Background: an optimization exercise with open tools, aiming at small area, a short achievable clock period and few clock cycles per item. Do not read the settings as production practice.
RTL that was checked went through simulation tests only; none was proved equivalent to the original.
Function not checked in run 3: the RTL went through the layout flow alone.

## flow/design.v (module list and top-level ports; edited modules follow where they fit)
// module fma_core: 190 lines
// module fma_prefix: 51 lines
// module fma_add: 11 lines
// module fma_lzc78: 42 lines
// module fma_tzc78: 14 lines
// module fma_mul24: 1054 lines
// module fma_fa: 10 lines
// module fma_unit: 18 lines
module fma_unit (
    input  wire        clk,
    input  wire        rst,         
    input  wire        in_valid,
    output wire        in_ready,
    input  wire [31:0] a,
    input  wire [31:0] b,
    input  wire [31:0] c,
    output wire        out_valid,
    output wire [31:0] y
);
  // ...
==> flow/run.sh <==
#!/bin/bash
# synth_recipe.tcl (not shown) runs the flow's synth.tcl, then flattens the netlist and writes it again
# the make line also repeats each setting of config.mk as NAME=value (left out here)
make -C /OpenROAD-flow-scripts/flow DESIGN_CONFIG=/design/flow/config.mk WORK_HOME=/design/flow/orfs CLKGATE_MAP_FILE= SYNTH_SCRIPT=/design/flow/synth_recipe.tcl finish
==> flow/config.mk <==
export PLATFORM = sky130hd
export DESIGN_NAME = fma_unit
export DESIGN_NICKNAME = fma_unit
export VERILOG_FILES = /design/flow/design.v
export SDC_FILE = /design/flow/constraint.sdc
export NUM_CORES = 4
export LEC_CHECK = 0
export CAP_MARGIN = 20
export CORE_MARGIN = 2
export CORE_UTILIZATION = 60
export PLACE_DENSITY = 0.7
export SETUP_SLACK_MARGIN = 5
export SLEW_MARGIN = 20
export SYNTH_HIERARCHICAL = 1
export SYNTH_MINIMUM_KEEP_SIZE = 0
==> flow/constraint.sdc <==
create_clock -name core_clock -period 32.0 [get_ports {clk}]
set_input_delay 6.4000 -clock core_clock [delete_from_list [all_inputs] [get_ports {clk}]]
set_output_delay 6.4000 -clock core_clock [all_outputs]
set_load 0.01 [all_outputs]
==> run summary, run 1 <==
- Dpl ws: around 24 ns
- Synthesized area per cell: between 8 and 9 um2
- WP buf/inv: 4
- Delay-heaviest family, CP: simple AND/OR/NAND/NOR gates
- Worst setup path end: u_core.y[28]$_SDFF_PP1_
- Tot GR Track Use: 0.399
- Hold/Removal Path Class: reg2reg
- Worst Skew: just over 0.02 ns
- Hold EP: u_core.infs2$_DFF_P_
- Largest Register: u_core.mag2
- Worst setup path class: reg2reg
- Highest clock rate: about 120 MHz
- Syn Std Cell Area: 0.0384 mm2
- RSZ-0062 raised after global routing: false
- Invs w/o clock: 265
- Outcome: no timing/DRC/antenna violations
- Setup TNS: 0 ns
- Antenna viol nets, final: 0
- Clk latency of the worst-skew pair: a little under 0.6 ns
- Initial core utilization: 0.608
- Crit end category: flip-flop
- Post-layout util: 0.656
- Hold_buf cts: 0
- RD Place Congestion: 1.13
- DR vias/cell: 6.48
- Die H: 257 um
- Final hold vios: 0
- R2R setup slack: roughly 24 ns
Testbench counts, summed over its fixed seeds: cycles 24,032, items 24,000.
==> run 2, diff against run 1 <==
==> flow/flow/run.sh (new file) <==
#!/bin/bash
set -euo pipefail
MARGIN=24.5
grep -q 'SETUP_SLACK_MARGIN=5' standard.sh
sed -e "s/SETUP_SLACK_MARGIN=5/SETUP_SLACK_MARGIN=${MARGIN}/" standard.sh > standard_margin.sh
grep -q "SETUP_SLACK_MARGIN=${MARGIN}" standard_margin.sh
bash standard_margin.sh > make.log 2>&1
==> flow/standard.sh (new file) <==
#!/bin/bash
# synth_recipe.tcl (not shown) runs the flow's synth.tcl, then flattens the netlist and writes it again
# the make line also repeats each setting of config.mk as NAME=value (left out here)
make -C /OpenROAD-flow-scripts/flow DESIGN_CONFIG=/design/flow/config.mk WORK_HOME=/design/flow/orfs CLKGATE_MAP_FILE= SYNTH_SCRIPT=/design/flow/synth_recipe.tcl "${@:-finish}"
removed: flow/run.sh
==> run 2 against run 1 <==
  * Sequential share of layout area down 0.089 points
  * Largest cell class unchanged
  * Highest routed layer unchanged
  * Cell count up 0.34%
  * Design area up 0.75%
  * Wire length up 0.43%
  * Area after synthesis unchanged
  * Count of clock-buffer cells in the layout unchanged
==> run summary, run 2 <==
- Final hold vios: 0 (unchanged)
- Minimum clock period: 7.43 ns (was 8.48 ns)
- H-Tree Depth: 2 (unchanged)
- RD Place Congestion: 1.13 (unchanged)
- Max Root-Sink Buffers: 3 (unchanged)
- TritonCTS Buffers: 40 (unchanged)
- Top flop regs: u_core.mag2 (78), u_core.mp1 (48) (unchanged)
- RSZ-0062 raised after global routing: false (unchanged)
- Critical Path Fanout Max: 1 (was 40)
- Initial DRC Count: 3404 (was 3392)
- CTS tree: built (unchanged)
- IO Pins: 133 (unchanged)
- Die Area: 0.0661 mm2 (unchanged)
- Initial antenna violation count: 9 (was 4)
- Crit start category: flip-flop (unchanged)
- Crit path required time: 25.60 ns (was 32.43 ns)
- Crit end category: output port (was flip-flop)
- Hold Crit Start: u_core.nan1$_DFF_P_ (was u_core.infs1$_DFF_P_)
- DRC: 0 (unchanged)
- Critical path cell sequence: buf_2
- Worst Skew: 0.0199 ns (was 0.0201 ns)
- Most common cell after layout, fill and taps aside: nand2_1 (unchanged)
- Outcome: no timing/DRC/antenna violations (unchanged)
- Highest clock rate: 135 MHz (was 118 MHz)
- 1st-pass router iterations: 6 (was 8)
- Area Growth Syn to Fin: 8.69% (was 7.88%)
- Setup TNS: 0 ns (unchanged)
- Worst slew pin tran: 1.24 ns (was 1.18 ns)
- Hold/Removal Path Class: reg2reg (unchanged)
- Clk latency of the worst-skew pair: 0.58 ns (about the same)
- Share of layout cells above drive strength 1: 0.0955 (was 0.0766)
- Area after DPL: 0.0401 mm2 (unchanged)
- R2R setup slack: 24.59 ns (was 23.52 ns)
- Largest register FFs: 78 (unchanged)
- YS warnings: 8 (unchanged)
- Clk slew on worst S/H paths: 0.06 ns (about the same)
- Max Cap Viol: 0 (unchanged)
- Rel. slew slack: 0.169 (was 0.213)
- Slowest cell on the critical path: dfxtp_1 (was nor4_1)
- First-pass GRT wire length: 202000 um (about the same)
- WL final: 134000 um (was 133000 um)
- Hold depth: 0 (unchanged)
- Port-buffer cells: 131 (unchanged)
- DR vias: 34.1k (was 33.9k)
- Die H: 257 um (unchanged)
- Clock Sinks: 322 (unchanged)
- Cell count along the critical path: 1 (was 26)
- DR vias/cell: 6.50 (was 6.48)
- Tcrit/Tclk final: 0.232 (was 0.265)
- Clock Tree Root: clkbuf_16 (unchanged)
- Syn Std Cell Area: 0.0384 mm2 (unchanged)
- Multi-input combinational cell area: 0.0299 mm2 (was 0.0296 mm2)
- Worst setup path class: reg2out (was reg2reg)
- Post-Syn Instances: 4328 (unchanged)
- Tot GR Track Use: 0.399 (about the same)
- Final net count: 5126 (was 5114)
- WP buf/inv: 1 (was 4)
- Initial core utilization: 0.608 (unchanged)
- Number of global-route vias before repair: 34.1k (about the same)
- RR Endpoint: u_core.mp1[39]$_DFF_P_ (was u_core.y[28]$_SDFF_PP1_)
- Worst EP arrival: 1.03 ns (was 8.91 ns)
- Hold EP: u_core.nan2$_DFF_P_ (was u_core.infs2$_DFF_P_)
- Site row count: 92 (unchanged)
- Final instance area: 0.0418 mm2 (was 0.0415 mm2)
- R2R cell count: 17 (was 26)
- Synthesized area per cell: 8.88 um2 (unchanged)
- Reg2reg start: u_core.a0[9]$_DFF_P_ (was u_core.mag2[36]$_DFF_P_)
- Fillers: 5291 (was 5319)
- Register area: 0.00646 mm2 (was 0.00645 mm2)
- Final Max Tran Viols: 0 (unchanged)
- Largest net degree at the start of global routing: 54 (unchanged)
- Final Setup Violations: 0 (unchanged)
- Routed wire per std cell: 25.5 um (about the same)
- Antenna viol nets, final: 0 (unchanged)
- CP peak stage delay: 0.33 ns (was 0.72 ns)
- Largest Register: u_core.mag2 (unchanged)
- Post-layout util: 0.661 (was 0.656)
- Most frequent cells in the layout: 713 x nand2_1, 488 x fa_1, 311 x dfxtp_1 (was 714 x nand2_1, 488 x fa_1, 318 x dfxtp_1)
- Hpwl dp: 99000 um (unchanged)
- Gr ovfl total: 0 (unchanged)
- Delay-heaviest family, CP: flip-flops (was simple AND/OR/NAND/NOR gates)
- Core region area: 0.0632 mm2 (unchanged)
- Die width: 257 um (unchanged)
[run 2: worst max-delay path by stage]
stage,from,to,slack (ns)
6_report,u_core.y[29]$_SDFF_PP1_,y[29],24.57
5_1_grt,u_core.mag2[20]$_DFF_P_,u_core.y[22]$_SDFF_PP1_,24.41
4_1_cts,u_core.y[0]$_SDFF_PP0_,y[0],24.50
3_5_place_dp,u_core.mag2[36]$_DFF_P_,u_core.y[26]$_SDFF_PP1_,23.70
3_3_place_gp,u_core.mag2[36]$_DFF_P_,u_core.y[24]$_SDFF_PP1_,23.89
2_1_floorplan,u_core.mag2[61]$_DFF_P_,u_core.y[16]$_SDFF_PP0_,24.92
[run 2: layout make-up]
type	count	area share
Antenna cell	6	0.000359
Sequential cell	322	0.155
Clock buffer	49	0.0257
Inverter	265	0.0241
Timing Repair Buffer	229	0.0464
Clock inverter	24	0.00746
Multi-Input combinational cell	3507	0.716
Tap cell	846	0.0253
[run 2: metrics by stage]
step	hold slack (ns)	worst slack, ns	cells
after floorplan	0.310	24.92	4330
after global placement	0.310	23.89	5157
after detailed placement	0.312	23.70	5157
after CTS	0.321	24.50	5234
after global routing	0.335	24.41	5243
final	0.324	24.57	5248
[run 2: timing repair]
item,CTS,global route
resized for setup,152,62
buffers inserted,4,8
hold buffers,0,0
endpoints found under the setup margin,76,76
pin swaps,3,3
[run 2: metal layers]
layer / share of wire / GRT usage / vias up
li1: - / - / 14971
met4: 0.073 / 0.242 / 4
met1: 0.36 / 0.476 / 16569
met5: 0.00022 / 0 / -
met2: 0.47 / 0.663 / 2067
met3: 0.091 / 0.0846 / 510
==> module fma_core, before the edit <==
module fma_core (
    input  wire        clk,
    input  wire        rst,
    input  wire        in_valid,
    input  wire [31:0] a,
    input  wire [31:0] b,
    input  wire [31:0] c,
    output reg         out_valid,
    output reg  [31:0] y
);
    localparam [31:0] QNAN = 32'h7FC00000;
    reg        v0;
    reg [31:0] a0, b0, c0;
    always @(posedge clk) begin
        v0 <= rst ? 1'b0 : in_valid;
        a0 <= a;
        b0 <= b;
        c0 <= c;
    end
    wire        sa = a0[31], sb = b0[31], sc = c0[31];
    wire [7:0]  ea = a0[30:23], eb = b0[30:23], ec = c0[30:23];
    wire [22:0] fa = a0[22:0],  fb = b0[22:0],  fc = c0[22:0];
    wire ha = |ea, hb = |eb, hc = |ec;
    wire a_fz = (fa == 23'd0), b_fz = (fb == 23'd0), c_fz = (fc == 23'd0);
    wire a_zero = !ha && a_fz;
    wire b_zero = !hb && b_fz;
    wire c_zero = !hc && c_fz;
    wire a_max = &ea, b_max = &eb, c_max = &ec;
    wire a_inf = a_max && a_fz;
    wire b_inf = b_max && b_fz;
    wire c_inf = c_max && c_fz;
    wire a_nan = a_max && !a_fz;
    wire b_nan = b_max && !b_fz;
    wire c_nan = c_max && !c_fz;
    wire sp = sa ^ sb;
    wire p_zero = a_zero | b_zero;
    wire p_inf  = a_inf | b_inf;
    wire is_nan = a_nan | b_nan | c_nan | (a_inf & b_zero) | (a_zero & b_inf) |
                  (p_inf & c_inf & (sp != sc));
    wire is_inf = p_inf | c_inf;
    wire inf_s  = p_inf ? sp : sc;
    wire [47:0] mp;
    fma_mul24 u_mul (.x({ha, fa}), .y({hb, fb}), .p(mp));
    wire [7:0] xa = {ea[7:1], ea[0] | !ha};
    wire [7:0] xb = {eb[7:1], eb[0] | !hb};
    wire [7:0] xc = {ec[7:1], ec[0] | !hc};
    wire [8:0] es = {1'b0, xa} + {1'b0, xb};
    wire signed [9:0] dd = $signed({1'b0, es}) - $signed({2'b00, xc});
    wire c_far = !c_zero && (p_zero || dd < 10'sd100);
    wire signed [9:0] rs_raw = dd - 10'sd100;
    wire [6:0] rs = c_far ? 7'd0 : (rs_raw > 10'sd127) ? 7'd127 : rs_raw[6:0];
    wire signed [9:0] ebias = c_far ? $signed({2'b00, xc}) + 10'sd1
                                    : $signed({1'b0, es}) - 10'sd99;
    reg        v1;
    reg [47:0] mp1;
    reg [23:0] mc1;
    reg [6:0]  rs1;
    reg        far1, pnz1, sub1, sp1, sc1, nan1, inf1, infs1;
    reg signed [9:0] eb1;
    always @(posedge clk) begin
        v1    <= rst ? 1'b0 : v0;
        mp1   <= mp;
        mc1   <= {hc, fc};
        rs1   <= rs;
        far1  <= c_far;
        pnz1  <= !p_zero;
        sub1  <= sp ^ sc;
        sp1   <= sp;
        sc1   <= sc;
        nan1  <= is_nan;
        inf1  <= is_inf;
        infs1 <= inf_s;
        eb1   <= ebias;
    end
    wire [77:0] c_al = {1'b0, mc1, 53'd0} >> rs1;
    reg  [4:0]  tzc;
    integer i;
    always @* begin
        tzc = 5'd0;
        for (i = 23; i >= 0; i = i - 1)
            if (mc1[i]) tzc = i[4:0];
    end
    wire        c_st = (|mc1) && ({2'b00, tzc} + 7'd53 < rs1);
    wire [77:0] c_f  = {c_al[77:1], c_al[0] | c_st};
    wire [77:0] p_f  = far1 ? {77'd0, pnz1} : {27'd0, mp1, 3'd0};
    wire [77:0] bo = sub1 ? ~c_f : c_f;
    wire [77:0] gg = p_f & bo;
    wire [77:0] pp = p_f ^ bo;
    wire [77:0] gp, pg;
    wire [77:0] gu [0:7];
    wire [77:0] pu [0:7];
    wire [77:0] gd [1:7];
    wire [77:0] pd [1:7];
    assign gu[0] = gg;
    assign pu[0] = pp;
    genvar k, j;
    generate
        for (k = 0; k < 7; k = k + 1) begin : g_up
            for (j = 0; j < 78; j = j + 1) begin : g_bit
                if (((j + 1) % (2 << k)) == 0) begin : g_op
                    assign gu[k+1][j] = gu[k][j] | (pu[k][j] & gu[k][j - (1 << k)]);
                    assign pu[k+1][j] = pu[k][j] & pu[k][j - (1 << k)];
                end else begin : g_pass
                    assign gu[k+1][j] = gu[k][j];
                    assign pu[k+1][j] = pu[k][j];
                end
            end
        end
        assign gd[7] = gu[7];
        assign pd[7] = pu[7];
        for (k = 6; k >= 1; k = k - 1) begin : g_dn
            for (j = 0; j < 78; j = j + 1) begin : g_bit
                if (((j + 1) % (2 << k)) != 0 && ((j + 1) % (1 << k)) == 0 && j >= (2 << k)) begin : g_op
                    assign gd[k][j] = gd[k+1][j] | (pd[k+1][j] & gd[k+1][j - (1 << k)]);
                    assign pd[k][j] = pd[k+1][j] & pd[k+1][j - (1 << k)];
                end else begin : g_pass
                    assign gd[k][j] = gd[k+1][j];
                    assign pd[k][j] = pd[k+1][j];
                end
            end
        end
        for (j = 0; j < 78; j = j + 1) begin : g_fin
            if ((j % 2) == 0 && j >= 2) begin : g_op
                assign gp[j] = gd[1][j] | (pd[1][j] & gd[1][j-1]);
                assign pg[j] = pd[1][j] & pd[1][j-1];
            end else begin : g_pass
                assign gp[j] = gd[1][j];
                assign pg[j] = pd[1][j];
            end
        end
    endgenerate
    wire        inc = sub1 & gp[77];
    wire        neg = sub1 & !gp[77];
    wire [77:0] cy  = {gp[76:0], 1'b0} | ({78{inc}} & {pg[76:0], 1'b1});
    wire [77:0] mag = pp ^ cy ^ {78{neg}};
    reg        v2;
    reg [77:0] mag2;
    reg        s2, zs2, nan2, inf2, infs2;
    reg signed [9:0] eb2;
    always @(posedge clk) begin
        v2    <= rst ? 1'b0 : v1;
        mag2  <= mag;
        s2    <= neg ? sc1 : sp1;
        zs2   <= sp1 & sc1;
        nan2  <= nan1;
        inf2  <= inf1;
        infs2 <= infs1;
        eb2   <= eb1;
    end
    wire [6:0] lz, tz;
    wire       mz;
    fma_lzc78 u_lzc (.x(mag2), .lz(lz), .zero(mz));
    fma_tzc78 u_tzc (.x(mag2), .tz(tz));
    wire        uflz = (eb2 < 10'sd1);       
    wire        sub_lim = (eb2 <= 10'sd78) && ($signed({3'd0, lz}) >= eb2);
    wire [6:0]  sh  = sub_lim ? (eb2[6:0] - 7'd1) : lz;
    wire [77:0] n6  = sh[6] ? {mag2[13:0], 64'd0} : mag2;
    wire [77:0] n5  = sh[5] ? {n6[45:0], 32'd0} : n6;
    wire [77:0] n4  = sh[4] ? {n5[61:0], 16'd0} : n5;
    wire [77:0] n3  = sh[3] ? {n4[69:0], 8'd0}  : n4;
    wire [77:0] n2  = sh[2] ? {n3[73:0], 4'd0}  : n3;
    wire [77:0] n1  = sh[1] ? {n2[75:0], 2'd0}  : n2;
    wire [77:0] n0  = sh[0] ? {n1[76:0], 1'd0}  : n1;
    wire [23:0] mant = n0[77:54];
    wire        grd  = n0[53];
    wire        stk  = ({1'b0, tz} + {1'b0, sh}) < 8'd53;
    wire        rinc = grd & (stk | mant[0]);
    wire signed [9:0] ef = eb2 - $signed({3'd0, sh});    
    wire        ovf  = ef > 10'sd254;
    wire [30:0] rnd  = {ef[7:0] - 8'd1, 23'd0} + {7'd0, mant} + {30'd0, rinc};
    reg [31:0] yr;
    always @* begin
        if (nan2)
            yr = QNAN;
        else if (inf2)
            yr = {infs2, 8'hFF, 23'd0};
        else if (mz)
            yr = {zs2, 31'd0};
        else if (uflz)
            yr = {s2, 31'd0};
        else if (ovf)
            yr = {s2, 8'hFF, 23'd0};
        else
            yr = {s2, rnd};
    end
    always @(posedge clk) begin
        out_valid <= rst ? 1'b0 : v2;
        y         <= yr;
    end
endmodule
==> run 3, diff against run 2 <==
--- a/flow/design.v
+++ b/flow/design.v
@@ -53,2 +53,11 @@
                                     : $signed({1'b0, es}) - 10'sd99;
+    reg  [4:0]  tzc;
+    integer i;
+    always @* begin
+        tzc = 5'd0;
+        for (i = 23; i >= 0; i = i - 1)
+            if ((i == 23) ? hc : fc[i]) tzc = i[4:0];
+    end
+    wire c_st = !c_zero && ({2'b00, tzc} + 7'd53 < rs);
+    wire sub  = sp ^ sc;
     reg        v1;
@@ -57,3 +66,3 @@
     reg [6:0]  rs1;
-    reg        far1, pnz1, sub1, sp1, sc1, nan1, inf1, infs1;
+    reg        cst1, far1, pnz1, sub1, sp1, sc1, nan1, inf1, infs1;
     reg signed [9:0] eb1;
@@ -63,2 +72,3 @@
         mc1   <= {hc, fc};
+        cst1  <= c_st;
         rs1   <= rs;
@@ -66,3 +76,3 @@
         pnz1  <= !p_zero;
-        sub1  <= sp ^ sc;
+        sub1  <= sub;
         sp1   <= sp;
@@ -75,11 +85,3 @@
     wire [77:0] c_al = {1'b0, mc1, 53'd0} >> rs1;
-    reg  [4:0]  tzc;
-    integer i;
-    always @* begin
-        tzc = 5'd0;
-        for (i = 23; i >= 0; i = i - 1)
-            if (mc1[i]) tzc = i[4:0];
-    end
-    wire        c_st = (|mc1) && ({2'b00, tzc} + 7'd53 < rs1);
-    wire [77:0] c_f  = {c_al[77:1], c_al[0] | c_st};
+    wire [77:0] c_f  = {c_al[77:1], c_al[0] | cst1};
     wire [77:0] p_f  = far1 ? {77'd0, pnz1} : {27'd0, mp1, 3'd0};
@@ -149,9 +151,17 @@
     end
-    wire [6:0] lz, tz;
-    wire       mz;
-    fma_lzc78 u_lzc (.x(mag2), .lz(lz), .zero(mz));
+    wire         mkv = (eb2[9:7] == 3'd0);    
+    wire [127:0] mkw = {127'd0, mkv} << eb2[6:0];
+    wire [77:0]  mk;
+    genvar q;
+    generate
+        for (q = 0; q < 78; q = q + 1) begin : g_mk
+            assign mk[q] = mkw[78 - q];
+        end
+    endgenerate
+    wire [6:0] sh, tz;
+    wire       mkz;
+    fma_lzc78 u_lzc (.x(mag2 | mk), .lz(sh), .zero(mkz));
     fma_tzc78 u_tzc (.x(mag2), .tz(tz));
+    wire        mz   = !(|mag2);
     wire        uflz = (eb2 < 10'sd1);       
-    wire        sub_lim = (eb2 <= 10'sd78) && ($signed({3'd0, lz}) >= eb2);
-    wire [6:0]  sh  = sub_lim ? (eb2[6:0] - 7'd1) : lz;
     wire [77:0] n6  = sh[6] ? {mag2[13:0], 64'd0} : mag2;
@@ -167,5 +177,12 @@
     wire        rinc = grd & (stk | mant[0]);
-    wire signed [9:0] ef = eb2 - $signed({3'd0, sh});    
-    wire        ovf  = ef > 10'sd254;
-    wire [30:0] rnd  = {ef[7:0] - 8'd1, 23'd0} + {7'd0, mant} + {30'd0, rinc};
+    wire signed [9:0] en = eb2 - $signed({3'd0, sh});
+    wire        ovf  = en > 10'sd254;
+    wire [22:0] fr1  = mant[22:0] + 23'd1;
+    wire [22:0] frac = rinc ? fr1 : mant[22:0];
+    wire        cout = rinc & (&mant[22:0]);
+    wire [7:0]  ebp  = eb2[7:0] + 8'd1;
+    wire [7:0]  em1  = eb2[7:0] + {1'b1, ~sh};
+    wire [7:0]  ep1  = ebp - {1'b0, sh};
+    wire [7:0]  ex   = (mant[23] & cout) ? ep1 : (mant[23] ^ cout) ? en[7:0] : em1;
+    wire [30:0] rnd  = {ex, frac};
     reg [31:0] yr;
==> run 3 against run 2 <==
  * Clock skew increased by 0.0022 ns
  * Area after synthesis up 1.3%
  * Still clean
  * Die area grew 1.3%
  * Design area is 1.9% higher
==> run summary, run 3 <==
- Outcome: no timing/DRC/antenna violations (unchanged)
- YS warnings: 8 (unchanged)
- Cell count along the critical path: 1 (unchanged)
- Port-buffer cells: 131 (unchanged)
- DR vias/cell: 6.50 (about the same)
- Tcrit/Tclk final: 0.233 (was 0.232)
- Worst EP arrival: 1.05 ns (was 1.03 ns)
- Routed wire per std cell: 24.9 um (was 25.5 um)
- Crit start category: flip-flop (unchanged)
- Clk slew on worst S/H paths: 0.06 ns (about the same)
- Share of layout cells above drive strength 1: 0.105 (was 0.0955)
- Hold depth: 0 (unchanged)
- Synthesized area per cell: 8.99 um2 (was 8.88 um2)
- Gr ovfl total: 0 (unchanged)
- Crit end category: output port (unchanged)
- Die Area: 0.0670 mm2 (was 0.0661 mm2)
- Highest clock rate: 134 MHz (was 135 MHz)
- RSZ-0062 raised after global routing: true (was false)
- IO Pins: 133 (unchanged)
- Die width: 259 um (was 257 um)
- Hold/Removal Path Class: reg2reg (unchanged)
- Clock Tree Root: clkbuf_16 (unchanged)
- Rel. slew slack: 0.327 (was 0.169)
- Post-layout util: 0.662 (was 0.661)
- Largest net degree at the start of global routing: 65 (was 54)
- Top flop regs: u_core.mag2 (78), u_core.mp1 (48) (unchanged)
- Largest Register: u_core.mag2 (unchanged)
- CP peak stage delay: 0.33 ns (about the same)
- First-pass GRT wire length: 200000 um (was 202000 um)
- WL final: 132000 um (was 134000 um)
- Tot GR Track Use: 0.390 (was 0.399)
- Setup TNS: 0 ns (unchanged)
- Critical Path Fanout Max: 1 (unchanged)
- Area Growth Syn to Fin: 9.31% (was 8.69%)
- Delay-heaviest family, CP: flip-flops (unchanged)
- Critical Path Start: u_core.y[14]$_SDFF_PP0_ (was u_core.y[29]$_SDFF_PP1_)
- Critical path cell sequence: buf_2 (unchanged)
- CTS tree: built (unchanged)
- Inst Count DP: 5183 (was 5157)
- Worst slew pin tran: 1.00 ns (was 1.24 ns)
- WP buf/inv: 1 (unchanged)
- Worst Skew: 0.0221 ns (was 0.0199 ns)
- Core region area: 0.0643 mm2 (was 0.0632 mm2)
- Crit path required time: 25.60 ns (about the same)
- Final Setup Violations: 0 (unchanged)
- DR vias: 34.3k (was 34.1k)
- Most common cell after layout, fill and taps aside: nand2_1 (unchanged)
- Die H: 259 um (was 257 um)
- R2R cell count: 35 (was 17)
- TritonCTS Buffers: 39 (was 40)
- Initial core utilization: 0.605 (was 0.608)
- Hold Crit Start: u_core.eb1[7]$_DFF_P_ (was u_core.nan1$_DFF_P_)
- Minimum clock period: 7.45 ns (was 7.43 ns)
- Syn Std Cell Area: 0.0389 mm2 (was 0.0384 mm2)
- Max Root-Sink Buffers: 3 (unchanged)
- Initial DRC Count: 3745 (was 3404)
- Fillers: 5391 (was 5291)
- Slowest cell on the critical path: dfxtp_1 (unchanged)
- Reg2reg start: u_core.eb2[8]$_DFF_P_ (was u_core.a0[9]$_DFF_P_)
- Hpwl dp: 94100 um (was 99000 um)
- Most frequent cells in the layout: 710 x nand2_1, 494 x fa_1, 316 x dfxtp_1 (was 713 x nand2_1, 488 x fa_1, 311 x dfxtp_1)
- DRC: 0 (unchanged)
- RD Place Congestion: 1.03 (was 1.13)
- Final Max Tran Viols: 0 (unchanged)
- 1st-pass router iterations: 8 (was 6)
- Multi-input combinational cell area: 0.0305 mm2 (was 0.0299 mm2)
- Antenna viol nets, final: 0 (unchanged)
- Final hold vios: 0 (unchanged)
- Max Cap Viol: 0 (unchanged)
- Worst setup path class: reg2out (unchanged)
- Number of global-route vias before repair: 34.5k (was 34.1k)
- Final net count: 5164 (was 5126)
- Register area: 0.00648 mm2 (was 0.00646 mm2)
- Post-Syn Instances: 4334 (was 4328)
- Clock Sinks: 323 (was 322)
- Site row count: 93 (was 92)
- H-Tree Depth: 2 (unchanged)
- Initial antenna violation count: 4 (was 9)
- Clk latency of the worst-skew pair: 0.59 ns (was 0.58 ns)
- Largest register FFs: 78 (unchanged)
- Final cell count without fillers: 5285 (was 5248)
[run 3: repair_timing]
item / 4_1_cts / 5_1_grt
resized for setup: 160 / 63
hold buffers: 0 / 0
endpoints found under the hold margin: 0 / 0
gates cloned: 2 / 4
buffers inserted: 2 / 21
pin swaps: 1 / 12
endpoints found under the setup margin: 40 / 69
[run 3: final cells by class]
| cell class | instances | share of cell area |
|---|---|---|
| Sequential cell | 323 | 0.152 |
| Timing Repair inverter | 3 | 0.000353 |
| Clock buffer | 45 | 0.0242 |
| Tap cell | 855 | 0.0251 |
| Antenna cell | 2 | 0.000118 |
| Timing Repair Buffer | 239 | 0.0491 |
| Multi-Input combinational cell | 3527 | 0.718 |
| Inverter | 265 | 0.0237 |
| Clock inverter | 26 | 0.00776 |
[run 3: path summary, 6_finish.rpt]
| path | end | slack (ns) |
|---|---|---|
| max | y[14] | 24.55 |
| min | u_core.eb2[7]$_DFF_P_ | 0.33 |
| max reg2reg | u_core.y[30]$_SDFF_PP1_ | 24.79 |
| min reg2reg | u_core.eb2[7]$_DFF_P_ | 0.33 |
[run 3: per-layer routing]
| metal | track usage | wire length [um] | part of all wire |
|---|---|---|---|
| met3 | 0.0920 | 15400 | 0.12 |
| met2 | 0.612 | 58900 | 0.45 |
| met4 | 0.158 | 6110 | 0.046 |
| met5 | 0.00285 | 71 | 0.00054 |
| met1 | 0.521 | 51200 | 0.39 |
[run 3: metrics by stage]
stage / hold WS [ns] / instance area [um2] / setup WS, ns
6_report: 0.326 / 42600 / 24.55
5_1_grt: 0.329 / 42600 / 24.39
4_1_cts: 0.326 / 42000 / 24.50
3_5_place_dp: 0.312 / 40700 / 23.75
3_3_place_gp: 0.311 / 40700 / 23.82
2_1_floorplan: 0.310 / 39000 / 25.03
==> run 4, diff against run 3 <==
--- a/flow/design.v
+++ b/flow/design.v
@@ -160,6 +160,5 @@
     endgenerate
-    wire [6:0] sh, tz;
+    wire [6:0] sh;
     wire       mkz;
     fma_lzc78 u_lzc (.x(mag2 | mk), .lz(sh), .zero(mkz));
-    fma_tzc78 u_tzc (.x(mag2), .tz(tz));
     wire        mz   = !(|mag2);
@@ -175,3 +174,4 @@
     wire        grd  = n0[53];
-    wire        stk  = ({1'b0, tz} + {1'b0, sh}) < 8'd53;
+    wire [52:0] stm  = {53{1'b1}} >> sh;
+    wire        stk  = |(mag2[52:0] & stm);
     wire        rinc = grd & (stk | mant[0]);
@@ -311,16 +311,2 @@
 endmodule
-module fma_tzc78 (
-    input  wire [77:0] x,
-    output wire [6:0]  tz
-);
-    wire [77:0] r;
-    wire        zero;
-    genvar i;
-    generate
-        for (i = 0; i < 78; i = i + 1) begin : g_rev
-            assign r[i] = x[77 - i];
-        end
-    endgenerate
-    fma_lzc78 u_lz (.x(r), .lz(tz), .zero(zero));
-endmodule
 module fma_mul24 (
--- a/flow/flow/run.sh
+++ b/flow/flow/run.sh
@@ -2,3 +2,3 @@
 set -euo pipefail
-MARGIN=24.5
+MARGIN=24.7
 grep -q 'SETUP_SLACK_MARGIN=5' standard.sh
--- a/flow/config.mk
+++ b/flow/config.mk
@@ -10,2 +10,4 @@
 export CORE_UTILIZATION = 60
+export CTS_CLUSTER_DIAMETER = 150
+export CTS_CLUSTER_SIZE = 30
 export PLACE_DENSITY = 0.7
==> run 4 against run 3 <==
  * Sequential share of layout area is 0.71 points higher
  * Die area decreased by 2.2%
  * Non-clock buffer count shrank 9
  * Area after synthesis fell by 2.2%
==> run summary, run 4 <==
- Outcome: no timing/DRC/antenna violations (unchanged)
- Hold EP: u_core.eb2[7]$_DFF_P_ (unchanged)
- Slowest cell on the critical path: dfxtp_2 (was dfxtp_1)
- Inst Count DP: 5037 (was 5183)
- Most frequent cells in the layout: 728 x nand2_1, 493 x fa_1, 297 x dfxtp_1 (was 710 x nand2_1, 494 x fa_1, 316 x dfxtp_1)
- Delay-heaviest family, CP: flip-flops (unchanged)
- CP peak stage delay: 0.35 ns (was 0.33 ns)
- Hold/Removal Path Class: reg2reg (unchanged)
- IO Pins: 133 (unchanged)
- Die width: 256 um (was 259 um)
- Largest net degree at the start of global routing: 65 (unchanged)
- Worst setup path class: reg2out (unchanged)
- Final hold slack: 0.336 ns (was 0.326 ns)
- 1st-pass router iterations: 6 (was 8)
- Tot GR Track Use: 0.376 (was 0.390)
- DRC: 0 (unchanged)
- Fillers: 5431 (was 5391)
- Post-Syn Instances: 4211 (was 4334)
- Antenna viol nets, final: 0 (unchanged)
- Routed wire per std cell: 24.3 um (was 24.9 um)
- WL final: 124000 um (was 132000 um)
- First-pass GRT wire length: 192000 um (was 200000 um)
- Die Area: 0.0655 mm2 (was 0.0670 mm2)
- Die H: 256 um (was 259 um)
- Area after DPL: 0.0397 mm2 (was 0.0407 mm2)
- Final WS setup: 24.56 ns (was 24.55 ns)
- Tcrit/Tclk final: 0.232 (was 0.233)
- Hpwl dp: 91100 um (was 94100 um)
- Critical path cell sequence: buf_6 (was buf_2)
- RSZ-0062 raised after global routing: true (unchanged)
- Rel. slew slack: 0.312 (was 0.327)
- Final net count: 4993 (was 5164)
- Max Root-Sink Buffers: 3 (unchanged)
- Worst EP arrival: 1.04 ns (was 1.05 ns)
- YS warnings: 8 (unchanged)
- Final Setup Violations: 0 (unchanged)
- Initial DRC Count: 3537 (was 3745)
- Worst slew pin tran: 1.02 ns (was 1.00 ns)
- Dpl ws: 23.29 ns (was 23.75 ns)
- Site row count: 92 (was 93)
- RD Place Congestion: 1.00 (was 1.03)
- Clock Tree Root: clkbuf_16 (unchanged)
- Highest clock rate: 134 MHz (about the same)
- Critical Path Fanout Max: 1 (unchanged)
- R2R setup slack: 24.94 ns (was 24.79 ns)
- Largest Register: u_core.mag2 (unchanged)
- Final cell count without fillers: 5089 (was 5285)
- Post-layout util: 0.649 (was 0.662)
- DR vias: 32.6k (was 34.3k)
- RR Endpoint: u_core.y[30]$_SDFF_PP1_ (unchanged)
- Max Cap Viol: 0 (unchanged)
- Synthesized area per cell: 9.04 um2 (was 8.99 um2)
- TritonCTS Buffers: 16 (was 39)
- Largest register FFs: 78 (unchanged)
- Syn Std Cell Area: 0.0381 mm2 (was 0.0389 mm2)
- Number of global-route vias before repair: 33.2k (was 34.5k)
- Final hold vios: 0 (unchanged)
- Initial core utilization: 0.605 (about the same)
- Port-buffer cells: 131 (unchanged)
- Final Max Tran Viols: 0 (unchanged)
- DR vias/cell: 6.40 (was 6.50)
- Setup TNS: 0 ns (unchanged)
- WP buf/inv: 1 (unchanged)
- Core region area: 0.0630 mm2 (was 0.0643 mm2)
- Crit start category: flip-flop (unchanged)
- Most common cell after layout, fill and taps aside: nand2_1 (unchanged)
- Initial antenna violation count: 8 (was 4)
- Clk slew on worst S/H paths: 0.12 ns (was 0.06 ns)
- Clk latency of the worst-skew pair: 0.58 ns (was 0.59 ns)
- Area Growth Syn to Fin: 7.28% (was 9.31%)
- R2R cell count: 37 (was 35)
- Reg2reg start: u_core.eb2[7]$_DFF_P_ (was u_core.eb2[8]$_DFF_P_)
- H-Tree Depth: 1 (was 2)
- Crit path required time: 25.60 ns (about the same)
- Hold Crit Start: u_core.eb1[7]$_DFF_P_ (unchanged)
- Clock Sinks: 323 (unchanged)
- Share of layout cells above drive strength 1: 0.0950 (was 0.105)
- Hold depth: 0 (unchanged)
- Minimum clock period: 7.44 ns (was 7.45 ns)
- Gr ovfl total: 0 (unchanged)
- CTS tree: built (unchanged)
- Top flop regs: u_core.mag2 (78), u_core.mp1 (48) (unchanged)
- Crit end category: output port (unchanged)
- Final instance area: 0.0409 mm2 (was 0.0426 mm2)
- Worst Skew: 0.0311 ns (was 0.0221 ns)
[run 4: cell type report]
| type | count | area (um2) | area share |
|---|---|---|---|
| sequential | 323 | 6510 | 0.159 |
| tap | 846 | 1060 | 0.0259 |
| clock inverter | 5 | 78.8 | 0.00193 |
| clock buffer | 19 | 433 | 0.0106 |
| timing repair inverter | 1 | 5.00 | 0.000122 |
| multi-input combinational | 3421 | 29700 | 0.728 |
| inverter | 242 | 925 | 0.0226 |
| antenna | 2 | 5.00 | 0.000122 |
| timing repair buffer | 230 | 2110 | 0.0516 |
[run 4: how the worst max path moves through the flow]
stage | from | end | slack [ns] | depth (start not counted)
after floorplan | u_core.eb2[7]$_DFF_P_ | u_core.y[30]$_SDFF_PP1_ | 25.03 | 35
after global placement | u_core.eb2[1]$_DFF_P_ | u_core.y[30]$_SDFF_PP1_ | 23.29 | 35
after detailed placement | u_core.eb2[1]$_DFF_P_ | u_core.y[30]$_SDFF_PP1_ | 23.29 | 34
after CTS | u_core.y[19]$_SDFF_PP0_ | y[19] | 24.53 | 1
after global routing | u_core.y[19]$_SDFF_PP0_ | y[19] | 24.53 | 1
final | u_core.y[19]$_SDFF_PP0_ | y[19] | 24.56 | 1
[run 4: repair_timing]
action	4_1_cts	5_1_grt
setup buffers	5	17
endpoints found under the setup margin	57	79
gates cloned	2	2
pin swaps	5	11
gates resized for setup	180	79
hold buffers	0	0
[run 4: layer usage]
metal  routed length [um]  GRT usage  vias to the layer above
met5                   27    0.00219                        -
met4                 5690      0.153                        4
met3                13500     0.0867                      425
met2                55700      0.596                     1887
met1                48900      0.498                    15894
li1                     -          -                    14373
Testbench counts of run 4, summed over its fixed seeds: cycles 24,032, items 24,000.
==> run 5, diff against run 4 <==
==> flow/flow/run.sh (replaced) <==
#!/bin/bash
set -euo pipefail
MARGIN=24.5
grep -q 'SETUP_SLACK_MARGIN=5' standard.sh
grep -q 'CLKGATE_MAP_FILE= ' standard.sh
sed -e "s/SETUP_SLACK_MARGIN=5/SETUP_SLACK_MARGIN=${MARGIN}/" \
    -e "s/CLKGATE_MAP_FILE= /CLKGATE_MAP_FILE= 'BUFFER_PORTS_ARGS=-buffer_cell sky130_fd_sc_hd__buf_1' /" \
    standard.sh > standard_custom.sh
grep -q "SETUP_SLACK_MARGIN=${MARGIN}" standard_custom.sh
grep -q "BUFFER_PORTS_ARGS" standard_custom.sh
bash standard_custom.sh > make.log 2>&1
--- a/flow/config.mk
+++ b/flow/config.mk
@@ -9,6 +9,4 @@
 export CORE_MARGIN = 2
-export CORE_UTILIZATION = 60
-export CTS_CLUSTER_DIAMETER = 150
-export CTS_CLUSTER_SIZE = 30
-export PLACE_DENSITY = 0.7
+export CORE_UTILIZATION = 70
+export PLACE_DENSITY = 0.78
 export SETUP_SLACK_MARGIN = 5
==> run 5 against run 4 <==
  * Die area shrank 14%
  * Cell count shrank 2.1%
  * Via count grew 4.9%
==> run summary, run 5 <==
- Outcome: no timing/DRC/antenna violations (unchanged)
- Routed wire per std cell: 25.9 um (was 24.3 um)
- Final net count: 5016 (was 4993)
- Hpwl dp: 91000 um (was 91100 um)
- Initial antenna violation count: 4 (was 8)
- Inst Count DP: 4888 (was 5037)
- Core region area: 0.0538 mm2 (was 0.0630 mm2)
- DR vias/cell: 6.86 (was 6.40)
- Dpl ws: 22.90 ns (was 23.29 ns)
- Rel. slew slack: 0.359 (was 0.312)
- CTS tree: built (unchanged)
- Tcrit/Tclk final: 0.234 (was 0.232)
- CP peak stage delay: 0.33 ns (was 0.35 ns)
- H-Tree Depth: 2 (was 1)
- Number of global-route vias before repair: 34.7k (was 33.2k)
- Highest clock rate: 134 MHz (about the same)
- Most common cell after layout, fill and taps aside: nand2_1 (unchanged)
- Tot GR Track Use: 0.454 (was 0.376)
- Fillers: 3737 (was 5431)
- DRC: 0 (unchanged)
- Final WS setup: 24.51 ns (was 24.56 ns)
- Syn Std Cell Area: 0.0381 mm2 (unchanged)
- Post-Syn Instances: 4211 (unchanged)
- RD Place Congestion: 1.03 (was 1.00)
- Max Cap Viol: 0 (unchanged)
- Setup TNS: 0 ns (unchanged)
- Gr ovfl total: 0 (unchanged)
- Clk slew on worst S/H paths: 0.06 ns (was 0.12 ns)
- Final hold slack: 0.328 ns (was 0.336 ns)
- Largest register FFs: 78 (unchanged)
- Top flop regs: u_core.mag2 (78), u_core.mp1 (48) (unchanged)
- Cell count along the critical path: 1 (unchanged)
- Final cell count without fillers: 4984 (was 5089)
- Largest Register: u_core.mag2 (unchanged)
- Hold_buf cts: 0 (unchanged)
- WL final: 129000 um (was 124000 um)
- WP buf/inv: 1 (unchanged)
- Site row count: 85 (was 92)
- TritonCTS Buffers: 39 (was 16)
- Initial DRC Count: 4733 (was 3537)
- First-pass GRT wire length: 196000 um (was 192000 um)
- R2R cell count: 19 (was 37)
- Critical path cell sequence: buf_1 (was buf_6)
- Crit end category: output port (unchanged)
- IO Pins: 133 (unchanged)
- ANT cells: 0 (was 2)
- Die H: 237 um (was 256 um)
- Critical Path Fanout Max: 1 (unchanged)
- Most frequent cells in the layout: 728 x nand2_1, 493 x fa_1, 311 x dfxtp_1 (was 728 x nand2_1, 493 x fa_1, 297 x dfxtp_1)
- Area Growth Syn to Fin: 7.11% (was 7.28%)
- Final hold vios: 0 (unchanged)
- Synthesized area per cell: 9.04 um2 (unchanged)
- Crit start category: flip-flop (unchanged)
- Worst slew pin tran: 0.960 ns (was 1.02 ns)
- Worst EP arrival: 1.09 ns (was 1.04 ns)
- Antenna viol nets, final: 0 (unchanged)
- YS warnings: 8 (unchanged)
- Slowest cell on the critical path: dfxtp_1 (was dfxtp_2)
- Largest net degree at the start of global routing: 60 (was 65)
- Clock Tree Root: clkbuf_16 (unchanged)
- Hold depth: 0 (unchanged)
- Delay-heaviest family, CP: flip-flops (unchanged)
- Port-buffer cells: 131 (unchanged)
- Crit path required time: 25.60 ns (about the same)
- Die width: 237 um (was 256 um)
- Worst setup path class: reg2out (unchanged)
- Hold/Removal Path Class: reg2reg (unchanged)
- Worst Skew: 0.0534 ns (was 0.0311 ns)
- Share of layout cells above drive strength 1: 0.0956 (was 0.0950)
- Die Area: 0.0563 mm2 (was 0.0655 mm2)
- Final Setup Violations: 0 (unchanged)
- RSZ-0062 raised after global routing: true (unchanged)
- Minimum clock period: 7.49 ns (was 7.44 ns)
- Clk latency of the worst-skew pair: 0.62 ns (was 0.58 ns)
- Max Root-Sink Buffers: 3 (unchanged)
- Clock Sinks: 323 (unchanged)
- Final Max Tran Viols: 0 (unchanged)
- Initial core utilization: 0.708 (was 0.605)
- 1st-pass router iterations: 10 (was 6)
- DR vias: 34.2k (was 32.6k)
==> run 5: final cells by class <==
cell class              count  area, um2  share of cell area
clock buffers              47       1040              0.0254
clock inverters            24        319             0.00782
well taps                 696        871              0.0213
multi-input cells        3421      29700               0.729
repair buffers            230       1420              0.0348
repair inverters            1       5.00            0.000123
flip-flops and latches    323       6490               0.159
inverters                 242        915              0.0224
==> run 5: metrics by stage <==
step	area, um2	util
2_1_floorplan	38100	-
3_3_place_gp	38700	0.719
3_5_place_dp	38700	0.719
4_1_cts	40400	0.751
5_1_grt	40800	0.758
6_report	40800	0.758
==> run 5: path summary, 6_finish.rpt <==
kind                            endpoint              startpoint  slack, ns
setup / recovery                    y[6]  u_core.y[6]$_SDFF_PP0_      24.51
hold / removal       u_core.inf2$_DFF_P_     u_core.inf1$_DFF_P_       0.33
setup reg to reg  u_core.mp1[42]$_DFF_P_   u_core.b0[18]$_DFF_P_      24.67
hold reg to reg      u_core.inf2$_DFF_P_     u_core.inf1$_DFF_P_       0.33
==> run 5: metal layers <==
metal,global-route usage,wire (um),up-vias,share of wire
li1,-,-,14442,-
met1,0.582,46600,16359,0.36
met2,0.700,56900,2681,0.44
met3,0.126,16900,704,0.13
met4,0.252,8640,4,0.067
met5,0.00260,29,-,0.00022
==> run 5: what timing repair did <==
item	4_1_cts	5_1_grt
endpoints found under the hold margin	0	0
setup endpoints to repair	16	33
pin swaps	3	6
gates cloned	4	1
resized for setup	43	54
setup buffers	7	13
==> run 6, diff against run 5 <==
--- a/flow/flow/run.sh
+++ b/flow/flow/run.sh
@@ -2,3 +2,3 @@
 set -euo pipefail
-MARGIN=24.5
+MARGIN=24.65
 grep -q 'SETUP_SLACK_MARGIN=5' standard.sh
--- a/flow/config.mk
+++ b/flow/config.mk
@@ -10,2 +10,4 @@
 export CORE_UTILIZATION = 70
+export CTS_CLUSTER_DIAMETER = 150
+export CTS_CLUSTER_SIZE = 30
 export PLACE_DENSITY = 0.78
==> run 6 against run 5 <==
  * Via count fell by 0.35%
  * Critical path depth did not move
  * Area after synthesis did not move
  * First-iteration DRC count fell by 6.6%
  * Utilization fell by 0.75 points
  * Sequential cell count did not move
  * Count of clock-buffer cells in the layout fell by 31
  * Clock skew rose by 0.0087 ns
  * Synthesized cell count did not move
  * Still clean
  * Die area did not move
  * Non-clock buffer count rose by 24
==> run summary, run 6 <==
- Inst Count DP: 4888 (unchanged)
- Crit end category: output port (unchanged)
- Top flop regs: u_core.mag2 (78), u_core.mp1 (48) (unchanged)
- R2R cell count: 21 (was 19)
- IO Pins: 133 (unchanged)
- Initial DRC Count: 4421 (was 4733)
- Setup TNS: 0 ns (unchanged)
- Worst EP arrival: 1.05 ns (was 1.09 ns)
- Largest Register: u_core.mag2 (unchanged)
- Port-buffer cells: 131 (unchanged)
- Most frequent cells in the layout: 727 x nand2_1, 493 x fa_1, 291 x dfxtp_1 (was 728 x nand2_1, 493 x fa_1, 311 x dfxtp_1)
- Final net count: 5019 (was 5016)
- Clk slew on worst S/H paths: 0.11 ns (was 0.06 ns)
- Crit path required time: 25.60 ns (about the same)
- Post-layout util: 0.751 (was 0.758)
- Register area: 0.00651 mm2 (was 0.00649 mm2)
- Hold EP: u_core.inf2$_DFF_P_ (unchanged)
- Multi-input combinational cell area: 0.0298 mm2 (was 0.0297 mm2)
- Max Cap Viol: 0 (unchanged)
- 1st-pass router iterations: 10 (unchanged)
- Die Area: 0.0563 mm2 (unchanged)
- Gr ovfl total: 0 (unchanged)
- Core region area: 0.0538 mm2 (unchanged)
- RR Endpoint: u_core.mp1[42]$_DFF_P_ (unchanged)
- TritonCTS Buffers: 16 (was 39)
- Final Setup Violations: 0 (unchanged)
- Die H: 237 um (unchanged)
- Largest register FFs: 78 (unchanged)
- Final cell count without fillers: 4962 (was 4984)
- WL final: 128000 um (was 129000 um)
- DRC: 0 (unchanged)
- Critical path cell sequence: buf_6 (was buf_1)
- Hold/Removal Path Class: reg2reg (unchanged)
- Hpwl dp: 91000 um (unchanged)
- YS warnings: 8 (unchanged)
- Area Growth Syn to Fin: 6.05% (was 7.11%)
- R2R setup slack: 24.83 ns (was 24.67 ns)
- Clk latency of the worst-skew pair: 0.60 ns (was 0.62 ns)
- Die width: 237 um (unchanged)
- Number of global-route vias before repair: 34.3k (was 34.7k)
- Clock Sinks: 323 (unchanged)
- First-pass GRT wire length: 193000 um (was 196000 um)
- Outcome: no timing/DRC/antenna violations (unchanged)
- Tot GR Track Use: 0.448 (was 0.454)
- WP buf/inv: 1 (unchanged)
- Hold Crit Start: u_core.inf1$_DFF_P_ (unchanged)
- Largest net degree at the start of global routing: 60 (unchanged)
- Site row count: 85 (unchanged)
- Final Max Tran Viols: 0 (unchanged)
- H-Tree Depth: 1 (was 2)
- Fillers: 3812 (was 3737)
- CP peak stage delay: 0.34 ns (was 0.33 ns)
- Cell count along the critical path: 1 (unchanged)
- RSZ-0062 raised after global routing: true (unchanged)
- DR vias/cell: 6.87 (was 6.86)
- Initial antenna violation count: 7 (was 4)
- Worst slew pin tran: 0.957 ns (was 0.960 ns)
- Reg2reg start: u_core.b0[28]$_DFF_P_ (was u_core.b0[18]$_DFF_P_)
- Post-Syn Instances: 4211 (unchanged)
- Crit start category: flip-flop (unchanged)
- DR vias: 34.1k (was 34.2k)
- Clock Tree Root: clkbuf_16 (unchanged)
- Synthesized area per cell: 9.04 um2 (unchanged)
- Max Root-Sink Buffers: 3 (unchanged)
- Critical Path Fanout Max: 1 (unchanged)
- Final hold vios: 0 (unchanged)
- Delay-heaviest family, CP: flip-flops (unchanged)
- Antenna viol nets, final: 0 (unchanged)
- Most common cell after layout, fill and taps aside: nand2_1 (unchanged)
- RD Place Congestion: 1.03 (unchanged)
- Slowest cell on the critical path: dfxtp_2 (was dfxtp_1)
- Routed wire per std cell: 25.7 um (was 25.9 um)
- CTS tree: built (unchanged)
- Rel. slew slack: 0.361 (was 0.359)
- Initial core utilization: 0.708 (unchanged)
- Worst Skew: 0.0621 ns (was 0.0534 ns)
- Minimum clock period: 7.45 ns (was 7.49 ns)
- Hold depth: 0 (unchanged)
- Share of layout cells above drive strength 1: 0.105 (was 0.0956)
- Highest clock rate: 134 MHz (about the same)
- Syn Std Cell Area: 0.0381 mm2 (unchanged)
- Tcrit/Tclk final: 0.233 (was 0.234)
- Worst setup path class: reg2out (unchanged)
## run 6: worst max-delay path by stage
stage	slack, ns	to	startpoint
6_report	24.55	y[31]	u_core.y[31]$_SDFF_PP0_
5_1_grt	24.49	u_core.y[30]$_SDFF_PP1_	u_core.eb2[7]$_DFF_P_
3_5_place_dp	22.90	u_core.y[30]$_SDFF_PP1_	u_core.eb2[1]$_DFF_P_
2_1_floorplan	25.03	u_core.y[30]$_SDFF_PP1_	u_core.eb2[7]$_DFF_P_
3_3_place_gp	23.03	u_core.y[30]$_SDFF_PP1_	u_core.eb2[1]$_DFF_P_
4_1_cts	24.55	y[31]	u_core.y[31]$_SDFF_PP0_
## run 6: worst register-to-register path, cell delays in order (launching register included)
cell      delay, ns
dfxtp_1        0.35
nor4_2         0.33
nand2_1        0.19
buf_6          0.24
nand2_1        0.17
fa_1           0.50
fa_1           0.54
fa_1           0.55
fa_1           0.46
fa_1           0.53
fa_1           0.53
fa_1           0.51
inv_1          0.04
ha_1           0.36
and4_1         0.22
a221oi_2       0.49
a21boi_4       0.35
inv_2          0.11
a21boi_2       0.19
inv_2          0.07
a31o_1         0.23
xor2_1         0.14
## run 6: metal layers
layer,vias to the layer above,share of wire,track usage
met4,8,0.064,0.229
met2,2632,0.44,0.693
met1,16302,0.36,0.569
met3,709,0.13,0.139
li1,14420,-,-
met5,-,0.00043,0.00866
## run 6: metrics by stage
step                setup slack (ns)  hold WS [ns]  area [um2]
CTS                            24.55         0.340       39800
global placement               23.03         0.310       38700
floorplan                      25.03         0.310       38100
finish                         24.55         0.340       40400
detailed placement             22.90         0.313       38700
global route                   24.49         0.344       40400
## run 6: what timing repair did
item                       in CTS  in global routing
gates resized for setup       105                 77
setup endpoints to repair      67                 69
buffers inserted               11                 32
cloned                          4                  4
hold buffers                    0                  0
pin swaps                       4                 13
## run 6: final cells by class
type	instances	area share
antenna	1	0.0000620
clock buffer	16	0.00991
clock inverter	6	0.00307
inverter	242	0.0227
multi-input combinational	3423	0.737
sequential	323	0.161
tap	696	0.0216
timing repair buffer	254	0.0440
timing repair inverter	1	0.000124
==> run 7, diff against run 6 <==
--- a/flow/config.mk
+++ b/flow/config.mk
@@ -10,4 +10,4 @@
 export CORE_UTILIZATION = 70
-export CTS_CLUSTER_DIAMETER = 150
-export CTS_CLUSTER_SIZE = 30
+export CTS_CLUSTER_DIAMETER = 120
+export CTS_CLUSTER_SIZE = 25
 export PLACE_DENSITY = 0.78
==> run 7 against run 6 <==
  * Cell count hardly changed
  * Non-clock buffer count is 5 lower
  * Maximum frequency is 0.42% higher
  * Critical path type unchanged
  * Largest cell class unchanged
  * Highest routed layer unchanged
==> run summary, run 7 <==
- Register area: 0.00651 mm2 (about the same)
- WL final: 128000 um (about the same)
- WP buf/inv: 1 (unchanged)
- Antenna viol nets, final: 0 (unchanged)
- Most frequent cells in the layout: 727 x nand2_1, 493 x fa_1, 292 x dfxtp_1 (was 727 x nand2_1, 493 x fa_1, 291 x dfxtp_1)
- CTS tree: built (unchanged)
- Largest register FFs: 78 (unchanged)
- Worst slew pin tran: 0.940 ns (was 0.957 ns)
- Tcrit/Tclk final: 0.232 (was 0.233)
- Max Cap Viol: 0 (unchanged)
- Fillers: 3823 (was 3812)
- Initial antenna violation count: 7 (unchanged)
- Top flop regs: u_core.mag2 (78), u_core.mp1 (48) (unchanged)
- Clock Sinks: 323 (unchanged)
- Initial core utilization: 0.708 (unchanged)
- R2R cell count: 21 (unchanged)
- Minimum clock period: 7.42 ns (was 7.45 ns)
- Final net count: 5016 (was 5019)
- Syn Std Cell Area: 0.0381 mm2 (unchanged)
- Site row count: 85 (unchanged)
- Crit path required time: 25.60 ns (about the same)
- Final hold vios: 0 (unchanged)
- Highest clock rate: 135 MHz (was 134 MHz)
- RD Place Congestion: 1.03 (unchanged)
- CP peak stage delay: 0.34 ns (about the same)
- Most common cell after layout, fill and taps aside: nand2_1 (unchanged)
- Die width: 237 um (unchanged)
- Delay-heaviest family, CP: flip-flops (unchanged)
- DR vias: 34.0k (was 34.1k)
- Number of global-route vias before repair: 34.4k (was 34.3k)
- Largest Register: u_core.mag2 (unchanged)
- R2R setup slack: 24.80 ns (was 24.83 ns)
- Clock Tree Root: clkbuf_16 (unchanged)
- Worst EP arrival: 1.02 ns (was 1.05 ns)
- First-pass GRT wire length: 193000 um (about the same)
- Slowest cell on the critical path: dfxtp_2 (unchanged)
- Final Setup Violations: 0 (unchanged)
- Critical Path Fanout Max: 1 (unchanged)
- Dpl ws: 22.90 ns (unchanged)
- Initial DRC Count: 4420 (was 4421)
- Hold/Removal Path Class: reg2reg (unchanged)
- Routed wire per std cell: 25.7 um (about the same)
- Hold depth: 0 (unchanged)
- Crit start category: flip-flop (unchanged)
- Core region area: 0.0538 mm2 (unchanged)
- YS warnings: 8 (unchanged)
- RSZ-0062 raised after global routing: true (unchanged)
- Area Growth Syn to Fin: 5.98% (was 6.05%)
- Setup TNS: 0 ns (unchanged)
- DR vias/cell: 6.85 (was 6.87)
- IO Pins: 133 (unchanged)
- 1st-pass router iterations: 9 (was 10)
- Final hold slack: 0.337 ns (was 0.340 ns)
- Hold Crit Start: u_core.inf1$_DFF_P_ (unchanged)
- Largest net degree at the start of global routing: 60 (unchanged)
- Share of layout cells above drive strength 1: 0.103 (was 0.105)
- Max Root-Sink Buffers: 3 (unchanged)
- Synthesized area per cell: 9.04 um2 (unchanged)
- Tot GR Track Use: 0.446 (was 0.448)
- DRC: 0 (unchanged)
- Port-buffer cells: 131 (unchanged)
- Critical path cell sequence: buf_6 (unchanged)
- Clk slew on worst S/H paths: 0.10 ns (was 0.11 ns)
- Hold EP: u_core.inf2$_DFF_P_ (unchanged)
- Final Max Tran Viols: 0 (unchanged)
- Final WS setup: 24.58 ns (was 24.55 ns)
- Hpwl dp: 91000 um (unchanged)
- Reg2reg start: u_core.b0[24]$_DFF_P_ (was u_core.b0[28]$_DFF_P_)
- TritonCTS Buffers: 18 (was 16)
- Rel. slew slack: 0.373 (was 0.361)
- Crit end category: output port (unchanged)
- Gr ovfl total: 0 (unchanged)
- H-Tree Depth: 1 (unchanged)
- Die H: 237 um (unchanged)
- Outcome: no timing/DRC/antenna violations (unchanged)
- RR Endpoint: u_core.mp1[42]$_DFF_P_ (unchanged)
- Die Area: 0.0563 mm2 (unchanged)
- Multi-input combinational cell area: 0.0298 mm2 (about the same)
- Clk latency of the worst-skew pair: 0.58 ns (was 0.60 ns)
- Worst Skew: 0.0302 ns (was 0.0621 ns)
- Post-Syn Instances: 4211 (unchanged)
- Worst setup path class: reg2out (unchanged)
- Hold_buf cts: 0 (unchanged)
## run 7: worst max-delay path by stage
stage                                         end  cells past startpoint               startpoint
after floorplan           u_core.y[30]$_SDFF_PP1_                     35    u_core.eb2[7]$_DFF_P_
after global placement    u_core.y[30]$_SDFF_PP1_                     35    u_core.eb2[1]$_DFF_P_
after detailed placement  u_core.y[30]$_SDFF_PP1_                     35    u_core.eb2[1]$_DFF_P_
after CTS                                   y[22]                      1  u_core.y[22]$_SDFF_PP1_
after global routing      u_core.y[30]$_SDFF_PP1_                     39    u_core.eb2[7]$_DFF_P_
final                                        y[3]                      1   u_core.y[3]$_SDFF_PP0_
## run 7: timing repair
action / 4_1_cts / 5_1_grt
gates cloned: 4 / 3
buffers inserted: 12 / 27
pin swaps: 4 / 18
gates resized for setup: 102 / 79
endpoints found under the setup margin: 63 / 72
## run 7: final cells by class
cell class                 instances  share of cell area
timing repair inverter             1            0.000124
sequential                       323               0.161
inverter                         242              0.0227
tap                              696              0.0216
multi-input combinational       3423               0.738
clock buffer                      19              0.0113
timing repair buffer             249              0.0426
clock inverter                     6             0.00202
antenna                            2            0.000124
## run 7: layer usage
layer / track usage / routed length, um / part of all wire
met4: 0.232 / 7890 / 0.062
met2: 0.693 / 56600 / 0.44
met5: 0 / 42 / 0.00033
met1: 0.577 / 46900 / 0.37
met3: 0.120 / 16300 / 0.13
## run 7: metrics by stage
step / util / instances / instance area, um2
after global placement: 0.719 / 4888 / 38700
final: 0.750 / 4961 / 40400
after detailed placement: 0.719 / 4888 / 38700
after floorplan: - / 4213 / 38100
after global routing: 0.750 / 4959 / 40400
after CTS: 0.739 / 4929 / 39800
==> run 8, diff against run 7 <==
--- a/flow/flow/run.sh
+++ b/flow/flow/run.sh
@@ -2,3 +2,3 @@
 set -euo pipefail
-MARGIN=24.65
+MARGIN=24.55
 grep -q 'SETUP_SLACK_MARGIN=5' standard.sh
==> run 8 against run 7 <==
  * Still clean on timing, DRC and antenna
  * First-iteration DRC count is 2.9% lower
  * Wire length is 0.43% lower
  * Utilization is 0.37 points lower
  * Critical path depth stayed put
  * Critical endpoint is now y[6]
  * Highest routed layer unchanged
==> run summary, run 8 <==
- Hpwl dp: 91000 um (unchanged)
- Final WS setup: 24.57 ns (was 24.58 ns)
- Most common cell after layout, fill and taps aside: nand2_1 (unchanged)
- Max Root-Sink Buffers: 3 (unchanged)
- Worst slew pin tran: 0.945 ns (was 0.940 ns)
- Final cell count without fillers: 4960 (was 4961)
- 1st-pass router iterations: 8 (was 9)
- Tot GR Track Use: 0.445 (was 0.446)
- Routed wire per std cell: 25.6 um (was 25.7 um)
- IO Pins: 133 (unchanged)
- Gr ovfl total: 0 (unchanged)
- Share of layout cells above drive strength 1: 0.0969 (was 0.103)
- R2R setup slack: 24.69 ns (was 24.80 ns)
- Clk latency of the worst-skew pair: 0.58 ns (about the same)
- Die H: 237 um (unchanged)
- Crit end category: output port (unchanged)
- Largest net degree at the start of global routing: 60 (unchanged)
- Hold/Removal Path Class: reg2reg (unchanged)
- RD Place Congestion: 1.03 (unchanged)
- Core region area: 0.0538 mm2 (unchanged)
- Setup TNS: 0 ns (unchanged)
- Final Setup Violations: 0 (unchanged)
- WP buf/inv: 1 (unchanged)
- Minimum clock period: 7.43 ns (was 7.42 ns)
- WL final: 127000 um (was 128000 um)
- Hold_buf cts: 0 (unchanged)
- Area Growth Syn to Fin: 5.45% (was 5.98%)
- Rel. slew slack: 0.369 (was 0.373)
- Max Cap Viol: 0 (unchanged)
- Clock Sinks: 323 (unchanged)
- Syn Std Cell Area: 0.0381 mm2 (unchanged)
- Clock Tree Root: clkbuf_16 (unchanged)
- Number of global-route vias before repair: 34.3k (was 34.4k)
- Initial antenna violation count: 5 (was 7)
- Delay-heaviest family, CP: flip-flops (unchanged)
- DR vias/cell: 6.86 (was 6.85)
- Synthesized area per cell: 9.04 um2 (unchanged)
- Worst EP arrival: 1.03 ns (was 1.02 ns)
- RSZ-0062 raised after global routing: true (unchanged)
- Port-buffer cells: 131 (unchanged)
- Post-Syn Instances: 4211 (unchanged)
- Area after DPL: 0.0387 mm2 (unchanged)
- Inst Count DP: 4888 (unchanged)
- CP peak stage delay: 0.34 ns (about the same)
- Slowest cell on the critical path: dfxtp_1 (was dfxtp_2)
- YS warnings: 8 (unchanged)
- H-Tree Depth: 1 (unchanged)
- Die width: 237 um (unchanged)
- Crit start category: flip-flop (unchanged)
- Worst setup path class: reg2out (unchanged)
- Most frequent cells in the layout: 727 x nand2_1, 493 x fa_1, 309 x dfxtp_1 (was 727 x nand2_1, 493 x fa_1, 292 x dfxtp_1)
- DRC: 0 (unchanged)
- Antenna viol nets, final: 0 (unchanged)
- Dpl ws: 22.90 ns (unchanged)
- Final instance area: 0.0402 mm2 (was 0.0404 mm2)
- Outcome: no timing/DRC/antenna violations (unchanged)
- First-pass GRT wire length: 192000 um (was 193000 um)
- Site row count: 85 (unchanged)
- Final hold vios: 0 (unchanged)
- CTS tree: built (unchanged)
- Highest clock rate: 135 MHz (about the same)
- Die Area: 0.0563 mm2 (unchanged)
- Final net count: 5014 (was 5016)
- Tcrit/Tclk final: 0.232 (about the same)
- Initial DRC Count: 4293 (was 4420)
- Clk slew on worst S/H paths: 0.10 ns (about the same)
- Crit path required time: 25.60 ns (about the same)
- DR vias: 34.0k (about the same)
- Worst Skew: 0.0235 ns (was 0.0302 ns)
- Largest register FFs: 78 (unchanged)
- Largest Register: u_core.mag2 (unchanged)
- Top flop regs: u_core.mag2 (78), u_core.mp1 (48) (unchanged)
- Critical Path Fanout Max: 1 (unchanged)
- Final Max Tran Viols: 0 (unchanged)
- TritonCTS Buffers: 18 (unchanged)
- Initial core utilization: 0.708 (unchanged)
- Critical path cell sequence: buf_2 (was buf_6)
[run 8: changes by cell type in the layout (fill, tap and decap cells not counted), sizes merged]
cell	before	now
clkbuf	21	37
nor2	276	277
diode	2	3
buf	244	225
[run 8: worst paths after layout]
check,startpoint,depth (start not counted),endpoint
setup / recovery,u_core.y[6]$_SDFF_PP0_,1,y[6]
hold / removal,u_core.inf1$_DFF_P_,0,u_core.inf2$_DFF_P_
setup reg to reg,u_core.eb2[7]$_DFF_P_,40,u_core.y[30]$_SDFF_PP1_
hold reg to reg,u_core.inf1$_DFF_P_,0,u_core.inf2$_DFF_P_
[run 8: metal layers]
| layer | wire (um) | track usage |
|---|---|---|
| met5 | 12 | 0 |
| met2 | 56200 | 0.692 |
| met3 | 16800 | 0.116 |
| met1 | 46400 | 0.578 |
| met4 | 7830 | 0.230 |
[run 8: timing repair]
item,CTS,global route
endpoints found under the hold margin,0,0
gates cloned,4,4
endpoints found under the setup margin,38,51
pin swaps,4,13
resized for setup,56,76
buffers inserted,11,25
[run 8: layout make-up]
type,count,area (um2)
Multi-Input combinational cell,3424,29800
Tap cell,696,871
Clock buffer,19,454
Clock inverter,6,81.3
Antenna cell,3,7.51
Timing Repair inverter,1,5.00
Inverter,242,915
Sequential cell,323,6490
Fill cell,3878,13700
Timing Repair Buffer,246,1570
[run 8: per-stage QoR]
| step | utilization | hold WS [ns] |
|---|---|---|
| 2_1_floorplan | - | 0.310 |
| 3_3_place_gp | 0.719 | 0.310 |
| 3_5_place_dp | 0.719 | 0.313 |
| 4_1_cts | 0.736 | 0.336 |
| 5_1_grt | 0.746 | 0.341 |
| 6_report | 0.746 | 0.336 |

## static timing again, ports no longer ideal
In the flow no input, the clock included, has a driving cell. The finished layouts below were timed again as built, in two steps.
Step 1 (the two cells are an assumption about what drives the block):
set clk [get_ports {clk}]
set_driving_cell -lib_cell sky130_fd_sc_hd__clkbuf_16 $clk
set_driving_cell -lib_cell sky130_fd_sc_hd__buf_2 [delete_from_list [all_inputs] $clk]
Step 2, shift: input delay + t, output delay - t, t = (earliest + latest rising clock arrival at the registers) / 2. This alone moves slack from input paths to output paths.
Three values: no drivers, after step 1, after step 2; two values: the first two.
| run | shift t [ns] | setup WS [ns] | worst slew at a driven data input, ns |
|---|---|---|---|
| run 1 | 0.634 | 23.520 / 23.520 / 23.520 | 0.04 |
| run 2 | 0.634 | 24.570 / 24.505 / 24.587 | 0.04 |
| run 3 | 0.645 | 24.552 / 24.486 / 24.789 | 0.05 |
| run 4 | 0.630 | 24.561 / 24.491 / 24.830 | 0.05 |
| run 5 | 0.657 | 24.513 / 24.449 / 24.675 | 0.05 |
| run 6 | 0.632 | 24.552 / 24.490 / 24.831 | 0.04 |
| run 7 | 0.631 | 24.583 / 24.517 / 24.796 | 0.05 |
| run 8 | 0.631 | 24.565 / 24.501 / 24.686 | 0.05 |
After both steps every run listed still meets setup and hold.
